Source: an optimization exercise on an open RTL-to-GDS flow (aim: small area). Production flows keep margins and buffers that such runs may drop. The RTL was checked by simulation tests, not by an equivalence proof against the original design.

Setup of v6:
Design wfq_sched, start of the top module:
module wfq_sched (
    input  wire        clk,
    input  wire        rst,
    input  wire        enq_valid,
    input  wire [3:0]  enq_queue,
    input  wire [12:0] enq_len,
    input  wire        enq_green,
    output wire        enq_ready,
    input  wire        cfg_we,
    input  wire [3:0]  cfg_queue,
    input  wire [7:0]  cfg_weight,
    input  wire [15:0] elig,
    output reg         grant_valid,
    output reg  [3:0]  grant_queue,
    output reg  [12:0] grant_len,
    output reg         grant_green,
    output reg  [31:0] grant_finish
);
    reg [31:0] vtime;
    reg [7:0]  weight [0:15];    
    reg [3:0]  vld    [0:15];
    reg [31:0] fin    [0:63];    
    reg [12:0] len    [0:63];
    reg        grn    [0:63];
    reg [3:0]  hsel   [0:15];    
    reg [31:0] head_fin [0:15];
    reg [15:0] head_grn;
    reg [15:0] head_ge;          
    reg [15:0] cand;
    wire [31:0] pivot = vtime ^ 32'h8000_0000;
    integer q, k, b;
  ...
Size: about 9100 cells after synthesis, ~3200 flip-flops, ~100 I/O pins, ~0.13 mm² of cells after synthesis.
==> module wfq_sched, before the edit <==
module wfq_sched (
    input  wire        clk,
    input  wire        rst,
    input  wire        enq_valid,
    input  wire [3:0]  enq_queue,
    input  wire [12:0] enq_len,
    input  wire        enq_green,
    output wire        enq_ready,
    input  wire        cfg_we,
    input  wire [3:0]  cfg_queue,
    input  wire [7:0]  cfg_weight,
    input  wire [15:0] elig,
    output reg         grant_valid,
    output reg  [3:0]  grant_queue,
    output reg  [12:0] grant_len,
    output reg         grant_green,
    output reg  [31:0] grant_finish
);
    reg [31:0] vtime;
    reg [7:0]  weight [0:15];    
    reg [3:0]  vld    [0:15];
    reg [31:0] fin    [0:63];    
    reg [12:0] len    [0:63];
    reg        grn    [0:63];
    reg [3:0]  hsel   [0:15];    
    reg [31:0] head_fin [0:15];
    reg [15:0] head_grn;
    reg [15:0] head_ge;          
    reg [15:0] cand;
    wire [31:0] pivot = vtime ^ 32'h8000_0000;
    integer q, k, b;
    function automatic ge32(input [31:0] a, input [31:0] b);
        integer n;
        reg cy;
        begin
            cy = 1'b1;
            for (n = 0; n < 32; n = n + 1)
                cy = (a[n] & ~b[n]) | (cy & (a[n] | ~b[n]));
            ge32 = cy;
        end
    endfunction
    always @(*) begin
        for (q = 0; q < 16; q = q + 1) begin
            hsel[q] = vld[q] & ~{1'b0, vld[q][3:1]};
            head_fin[q] = 32'd0;
            head_grn[q] = 1'b0;
            for (k = 0; k < 4; k = k + 1) begin
                head_fin[q] = head_fin[q] | ({32{hsel[q][k]}} & fin[q*4+k]);
                head_grn[q] = head_grn[q] | (hsel[q][k] & grn[q*4+k]);
            end
            head_ge[q] = ge32(head_fin[q], pivot);
            cand[q]    = vld[q][0] & elig[q];
        end
    end
    localparam GS = 8;             
    localparam NG = 16 / GS;       
    localparam LB = 3;             
    localparam NK = 34;            
    reg [15:0]   kb [0:NK-1];      
    reg [15:0]   c;                
    reg [NG-1:0] gc;               
    reg [NG-1:0] gnz;              
    reg [NG-1:0] gbit;             
    reg [GS-1:0] keep;
    reg [NG-1:0] gkeep;
    reg [LB-1:0] lidx [0:NG-1];    
    reg [15:0]   onehot;
    integer s, g, e;
    always @(*) begin
        for (q = 0; q < 16; q = q + 1) begin
            kb[0][q] = ~head_grn[q];
            kb[1][q] = ~head_ge[q];
            for (b = 0; b < 32; b = b + 1)
                kb[NK-1-b][q] = head_fin[q][b];
        end
        grant_valid = |cand;
        c = cand;
        for (g = 0; g < NG; g = g + 1)
            gnz[g] = |cand[g*GS +: GS];
        gc = gnz;
        for (s = 0; s < NK; s = s + 1) begin
            for (g = 0; g < NG; g = g + 1) begin
                keep    = c[g*GS +: GS] & ~kb[s][g*GS +: GS];
                gbit[g] = ~|keep;
                if (|keep) c[g*GS +: GS] = keep;
            end
            gkeep = gc & ~gbit;
            if (s == 0)
                grant_green = |gkeep;
            else if (s >= 2)
                grant_finish[NK-1-s] = ~|gkeep;
            if (|gkeep) gc = gkeep;
        end
        for (g = 0; g < NG; g = g + 1) begin
            for (b = LB - 1; b >= 0; b = b - 1) begin
                for (e = 0; e < GS; e = e + 1)
                    keep[e] = c[g*GS + e] & ~e[b];
                lidx[g][b] = ~|keep;
                if (|keep) c[g*GS +: GS] = keep;
            end
        end
        for (b = (4 - LB) - 1; b >= 0; b = b - 1) begin
            for (g = 0; g < NG; g = g + 1)
                gkeep[g] = gc[g] & ~g[b];
            grant_queue[LB + b] = ~|gkeep;
            if (|gkeep) gc = gkeep;
        end
        grant_queue[LB-1:0] = {LB{1'b0}};
        for (g = 0; g < NG; g = g + 1)
            grant_queue[LB-1:0] = grant_queue[LB-1:0] | ({LB{gc[g]}} & lidx[g]);
        for (q = 0; q < 16; q = q + 1)
            onehot[q] = gc[q / GS] & c[q];
        grant_len = 13'd0;
        for (q = 0; q < 16; q = q + 1)
            for (k = 0; k < 4; k = k + 1)
                grant_len = grant_len | ({13{onehot[q] & hsel[q][k]}} & len[q*4+k]);
    end
    wire [3:0]  enq_vld   = vld[enq_queue];
    wire [31:0] tail_fin  = fin[{enq_queue, 2'd0}];
    wire        tail_lo   = ge32({1'b0, tail_fin[30:0]}, {1'b0, vtime[30:0]});
    wire        tail_pos  = (tail_fin[31] ^ vtime[31] ^ tail_lo) && (tail_fin != vtime);
    wire [31:0] start_tag = (enq_vld[0] && tail_pos) ? tail_fin : vtime;
    wire [7:0]  wq        = weight[enq_queue];
    wire [7:0]  enq_w     = wq;
    wire [20:0] dividend = {enq_len, 8'd0};
    reg  [20:0] quot;
    reg  [8:0]  rem, trial, diff;
    reg  [8:0]  dsr;
    reg         bw;
    integer j, n;
    always @(*) begin
        dsr = {1'b0, enq_w};
        rem = 9'd0;
        for (j = 20; j >= 0; j = j - 1) begin
            trial = {rem[7:0], dividend[j]};
            bw = 1'b0;
            for (n = 0; n < 9; n = n + 1) begin
                diff[n] = trial[n] ^ dsr[n] ^ bw;
                bw      = (~trial[n] & (dsr[n] | bw)) | (dsr[n] & bw);
            end
            quot[j] = ~bw;
            rem = bw ? trial : diff;
        end
    end
    wire [31:0] incr    = {11'd0, quot[20:1], quot[0] | (enq_len == 13'd0)};
    wire [31:0] enq_fin = start_tag + incr;
    assign enq_ready = ~enq_vld[3];
    wire do_enq = enq_valid & ~enq_vld[3];
    integer i;
    always @(posedge clk) begin
        if (rst) begin
            vtime <= 32'd0;
            for (i = 0; i < 16; i = i + 1) begin
                weight[i] <= 8'd16;
                vld[i]    <= 4'd0;
            end
        end else begin
            if (grant_valid)
                vtime <= grant_finish;
            for (i = 0; i < 16; i = i + 1) begin
                if (do_enq && enq_queue == i && !(grant_valid && onehot[i]))
                    vld[i] <= {vld[i][2:0], 1'b1};
                else if (!(do_enq && enq_queue == i) && grant_valid && onehot[i])
                    vld[i] <= {1'b0, vld[i][3:1]};
            end
            if (cfg_we)
                weight[cfg_queue] <= (cfg_weight == 8'd0) ? 8'd1 : cfg_weight;
        end
    end
    always @(posedge clk) begin
        if (do_enq) begin
            for (i = 0; i < 16; i = i + 1) begin
                if (enq_queue == i) begin
                    fin[i*4+3] <= fin[i*4+2];
                    fin[i*4+2] <= fin[i*4+1];
                    fin[i*4+1] <= fin[i*4+0];
                    fin[i*4+0] <= enq_fin;
                    len[i*4+3] <= len[i*4+2];
                    len[i*4+2] <= len[i*4+1];
                    len[i*4+1] <= len[i*4+0];
                    len[i*4+0] <= enq_len;
                    grn[i*4+3] <= grn[i*4+2];
                    grn[i*4+2] <= grn[i*4+1];
                    grn[i*4+1] <= grn[i*4+0];
                    grn[i*4+0] <= enq_green;
                end
            end
        end
    end
endmodule
clock: 80.0 ns
lec_check: 0
cap_margin: 20
core_margin: 2
core_utilization: 60
slew_margin: 20
standard.sh (not shown) runs the stock make flow with config.mk's settings and CLKGATE_MAP_FILE= SYNTH_SCRIPT=/design/flow/synth_recipe.tcl, a recipe that flattens the netlist after the stock synthesis.
==> flow/flow/run.sh <==
#!/bin/bash
# Own layout flow: the standard layout (standard.sh), with these changes:
#  - synthesis: the ABC step maps for area (flow/area.abc) instead of ORFS's
#    speed script, and adders are left to ABC (no full-adder extraction);
#    registers, their names and cell types are the standard synthesis's;
#  - CTS: sink clusters of up to 25 flip-flops, no dummy loads;
#  - port buffers are buf_1 cells.
# Each tool's full output is in orfs/logs/ (per ORFS step) and make_finish.log.
set -euo pipefail
W=$(pwd)
# ORFS's synth.tcl, with the ABC script swapped
sed '/^source \$::env(SCRIPTS_DIR)\/synth_preamble.tcl/a set abc_args [lreplace $abc_args 1 1 '"$W"'/flow/area.abc]' \
    "$FLOW_HOME/scripts/synth.tcl" > "$W/own_synth_core.tcl"
grep -q 'flow/area.abc' "$W/own_synth_core.tcl"
# The standard flow's synthesis wrapper, sourcing that copy
sed 's#source \$::env(SCRIPTS_DIR)/synth.tcl#source '"$W"'/own_synth_core.tcl#' \
    "$W/synth_recipe.tcl" > "$W/own_synth.tcl"
grep -q own_synth_core "$W/own_synth.tcl"
CTS="-sink_clustering_enable -repair_clock_nets -dont_use_dummy_load -sink_clustering_size 25 -sink_clustering_max_diameter 70"
bash "$W/standard.sh" SYNTH_SCRIPT="$W/own_synth.tcl" ADDER_MAP_FILE= "CTS_ARGS=$CTS" "BUFFER_PORTS_ARGS=-buffer_cell sky130_fd_sc_hd__buf_1" finish > "$W/make_finish.log" 2>&1
==> flow/flow/area.abc <==
strash
dc2
dc2
&get -n
&dch -f
&nf -R 1000 -p -F 8 -C 32
&put
strash
dc2
&get -n
&dch -f
&nf -R 1000 -p -F 8 -C 32
&put
Setup changes, v6 to v7
--- a/flow/design.v
+++ b/flow/design.v
@@ -116,11 +116,22 @@
                 grant_len = grant_len | ({13{onehot[q] & hsel[q][k]}} & len[q*4+k]);
     end
-    wire [3:0]  enq_vld   = vld[enq_queue];
-    wire [31:0] tail_fin  = fin[{enq_queue, 2'd0}];
+    wire [15:0] enq_sel   = 16'd1 << enq_queue;
+    reg  [3:0]  enq_vld;
+    reg  [31:0] tail_fin;
+    reg  [7:0]  enq_w;
+    integer     t;
+    always @(*) begin
+        enq_vld  = 4'd0;
+        tail_fin = 32'd0;
+        enq_w    = 8'd0;
+        for (t = 0; t < 16; t = t + 1) begin
+            enq_vld  = enq_vld  | ({4{enq_sel[t]}}  & vld[t]);
+            tail_fin = tail_fin | ({32{enq_sel[t]}} & fin[t*4]);
+            enq_w    = enq_w    | ({8{enq_sel[t]}}  & weight[t]);
+        end
+    end
     wire        tail_lo   = ge32({1'b0, tail_fin[30:0]}, {1'b0, vtime[30:0]});
     wire        tail_pos  = (tail_fin[31] ^ vtime[31] ^ tail_lo) && (tail_fin != vtime);
     wire [31:0] start_tag = (enq_vld[0] && tail_pos) ? tail_fin : vtime;
-    wire [7:0]  wq        = weight[enq_queue];
-    wire [7:0]  enq_w     = wq;
     wire [20:0] dividend = {enq_len, 8'd0};
     reg  [20:0] quot;
@@ -143,6 +154,23 @@
         end
     end
-    wire [31:0] incr    = {11'd0, quot[20:1], quot[0] | (enq_len == 13'd0)};
-    wire [31:0] enq_fin = start_tag + incr;
+    wire [20:0] incr    = {quot[20:1], quot[0] | (enq_len == 13'd0)};
+    reg  [20:0] pg, pp, gen, prop;
+    reg  [20:0] sum_lo;
+    integer     d, m;
+    always @(*) begin
+        gen  = start_tag[20:0] & incr;
+        prop = start_tag[20:0] ^ incr;
+        pg   = gen;
+        pp   = prop;
+        for (d = 1; d < 21; d = d * 2)
+            for (m = 0; m < 21; m = m + 1)
+                if (m & d) begin
+                    pg[m] = pg[m] | (pp[m] & pg[(m & ~(d - 1)) - 1]);
+                    pp[m] = pp[m] & pp[(m & ~(d - 1)) - 1];
+                end
+        sum_lo = prop ^ {pg[19:0], 1'b0};
+    end
+    wire [10:0] hi_inc  = start_tag[31:21] + 11'd1;
+    wire [31:0] enq_fin = {pg[20] ? hi_inc : start_tag[31:21], sum_lo};
     assign enq_ready = ~enq_vld[3];
     wire do_enq = enq_valid & ~enq_vld[3];
Findings:
Of v7 and v6, it is v7 that has the higher number of buffers created by CTS. Compared with v6, v7 shows a higher number of global-route vias before repair. In the tables for v6 and v7, sum of routed wire segments on met1 reads lower with v7. When v7 is measured against v6, its die area turns out about 0.4% lower. The met2 track demand over resource in global routing of v7 exceeds that of v6 by 1.7 points. Diff v6 and v7: count of placed standard cells in the final layout, fillers left out higher in v6.

[re-timing with driven ports]
Ports are ideal in the flow. The routed layouts listed here were re-timed in OpenROAD. Step 1 sets driving cells, clkbuf_16 on the clock port and buf_2 on the other inputs (assumed; they add their load-dependent delay and slew). Step 2 adds t to the input delays and takes it off the output delays; t is the mean of the earliest and latest rising clock arrival at the registers after step 1. Input paths then give back, and output paths get back, about the clock's delay inside the block. Slacks: no drivers / after step 1 / after step 2; pairs: no drivers / after step 1.
run | t (ns) | setup slack, ns | worst setup path after step 2 | latest minus earliest clock arrival (ns) | worst data-port slew with drivers (ns)
v6 | 0.939 | 3.371 / 3.340 / 3.340 | input to output | 0.120 / 0.120 | 0.09
v7 | 0.938 | 4.750 / 4.731 / 4.731 | input to output | 0.144 / 0.144 | 0.12
After both steps setup and hold are still met in every run listed. For v6, which loses most, drivers alone change the setup slack by -0.031 ns; drivers and shift together by -0.031 ns.
